This is an optimization exercise on Yosys and OpenROAD, whose aim is small area, a short achievable clock period and few clock cycles per item, not a production implementation. Only simulation tests tie the RTL to the original design; equivalence was not proved. Power figures rest on the tool's default switching activity, not on a simulated workload.

// can_fd_tx
module can_fd_tx (
    input  wire        clk,
    input  wire        rst,
    input  wire        wr_en,
    input  wire [5:0]  wr_addr,
    input  wire [7:0]  wr_data,
    input  wire        start,
    input  wire [28:0] ident,
    input  wire        ide,
    input  wire        rtr,
    input  wire        fdf,
    input  wire        brs,
    input  wire        esi,
    input  wire [3:0]  dlc,
    output reg         busy,
    output wire        tx_valid,
    input  wire        tx_ready,
    output reg         tx_bit,
    output reg  [4:0]  tx_field,
    output reg         tx_stuff,
    output reg         tx_fast,
    output reg         tx_last
);
    localparam [4:0] F_SOF         = 5'h00;
    localparam [4:0] F_BASE_ID     = 5'h01;
    localparam [4:0] F_RTR_SRR     = 5'h02;
    localparam [4:0] F_IDE         = 5'h03;
    localparam [4:0] F_EXT_ID      = 5'h04;
    localparam [4:0] F_RTR2        = 5'h05;
    localparam [4:0] F_FDF         = 5'h06;
    localparam [4:0] F_RES         = 5'h07;
    localparam [4:0] F_BRS         = 5'h08;
    localparam [4:0] F_ESI         = 5'h09;
    localparam [4:0] F_DLC         = 5'h0A;
    localparam [4:0] F_DATA        = 5'h0B;
    localparam [4:0] F_STUFF_COUNT = 5'h0C;
    localparam [4:0] F_CRC         = 5'h0D;
    localparam [4:0] F_CRC_DELIM   = 5'h0E;
    localparam [4:0] F_ACK         = 5'h0F;
    localparam [4:0] F_ACK_DELIM   = 5'h10;
    localparam [4:0] F_EOF         = 5'h11;
    localparam HDR  = 0;    
    localparam DATA = 1;
    localparam CRC  = 2;    
    localparam FDC  = 3;    
    localparam TAIL = 4;    
    localparam [20:0] PM15 = 21'h4599 << 6;
    localparam [20:0] PM17 = 21'h1685B << 4;
    localparam [20:0] PM21 = 21'h102899;
    reg [511:0] buffer;     
    reg [7:0]   w_row;
    reg [7:0]   w_col;
    reg [7:0]   w_data;
    integer     k;
    always @(posedge clk) begin
        w_row  <= (wr_en && idle) ? (8'd1 << wr_addr[5:3]) : 8'd0;
        w_col  <= 8'd1 << wr_addr[2:0];
        w_data <= wr_data;
        for (k = 0; k < 64; k = k + 1)
            if (w_row[k / 8] && w_col[k % 8])
                buffer[8 * k +: 8] <= w_data;
    end
    assign tx_valid = busy;
  ...
Size in the first run: roughly 1,700 cells after synthesis, about 680 flip-flops, roughly 68 I/O pins, about 26,000 sq um of cells after synthesis.
Settings: LEC_CHECK=0, ABC_CLOCK_PERIOD_IN_PS=2200, CAP_MARGIN=20, CORE_MARGIN=2, CORE_UTILIZATION=40, CTS_CLUSTER_DIAMETER=150, CTS_CLUSTER_SIZE=22, PLACE_DENSITY=0.6, SETUP_SLACK_MARGIN=2.8, SLEW_MARGIN=20; clock period 5.0 ns.
standard.sh (not shown) runs the stock make flow with config.mk's settings and CLKGATE_MAP_FILE= SYNTH_SCRIPT=/design/flow/synth_recipe.tcl, a recipe that flattens the netlist after the stock synthesis.
==> flow/flow/run.sh <==
#!/bin/bash
# The standard layout (the standard.sh, unchanged synthesis and steps)
# with two changes made through ORFS's own variables:
#  - the port buffers are buf_2 cells instead of the default delay buffers;
#  - clock tree synthesis gets the same clustering as config.mk but no
#    dummy loads.
# standard.sh's full output goes to standard.log in this folder; ORFS keeps
# each step's log under orfs/logs/.
set -e
export BUFFER_PORTS_ARGS="-buffer_cell sky130_fd_sc_hd__buf_2"
export CTS_ARGS="-sink_clustering_enable -repair_clock_nets -sink_clustering_size 22 -sink_clustering_max_diameter 150 -dont_use_dummy_load"
bash standard.sh > standard.log 2>&1
Testbench counts at the start, summed over its fixed seeds: cycles 52,801, bits 49,405.
Then changed:
==> flow/run.sh (new file) <==
#!/bin/bash
# synth_recipe.tcl (not shown) runs the flow's synth.tcl, then flattens the netlist and writes it again
# the make line also repeats each setting of config.mk as NAME=value (left out here)
make -C /OpenROAD-flow-scripts/flow DESIGN_CONFIG=/design/flow/config.mk WORK_HOME=/design/flow/orfs CLKGATE_MAP_FILE= SYNTH_SCRIPT=/design/flow/synth_recipe.tcl finish
ABC_CLOCK_PERIOD_IN_PS = 2300   (was 2200)
SETUP_SLACK_MARGIN = 2.65   (was 2.8)
removed: flow/flow/run.sh
removed: flow/standard.sh
The changed run ran to the end with no violations. Power increases by a few percent. Global-route usage increases by 0.20 points. Maximum frequency decreases by a little under a tenth.
Then changed:
ABC_CLOCK_PERIOD_IN_PS = 2200   (was 2300)
SETUP_SLACK_MARGIN = 2.8   (was 2.65)
Via count is about the same.
Final area went up by 0.48%.
Sequential cell count is unchanged.
Total power is about the same.
Clock skew went down by 0.0063 ns.
Non-clock buffer count went up by 10.

==> afterwards: timing with drivers on the ports <==
The results above use ideal ports. As a check the final layouts listed here were re-extracted and re-timed, cells and wires unchanged.
Step 1: set_driving_cell puts a clkbuf_16 on clk and a buf_2 on each other input, an assumption about the parent block.
Step 2 moves the port delays by t, midway between the first and last clock arrival at a register: inputs arrive t later, outputs are due t later. That takes back most of the time a late clock gives input paths.
a / b / c = ideal ports / drivers / drivers and shift; a / b = the first two.
| run | shift t [ns] | setup WS [ns] | hold slack, ns |
|---|---|---|---|
| the first run | 0.635 | 2.805 / 2.805 / 2.252 | 0.478 / 0.448 / 0.478 |
| the second run | 0.657 | 2.612 / 2.648 / 1.990 | 0.465 / 0.465 / 0.465 |
| the third run | 0.655 | 2.838 / 2.789 / 2.239 | 0.493 / 0.493 / 0.493 |
After both steps every run listed still meets setup and hold. For the second run, which loses most, drivers alone change the setup slack by +0.036 ns; drivers and shift together by -0.622 ns.
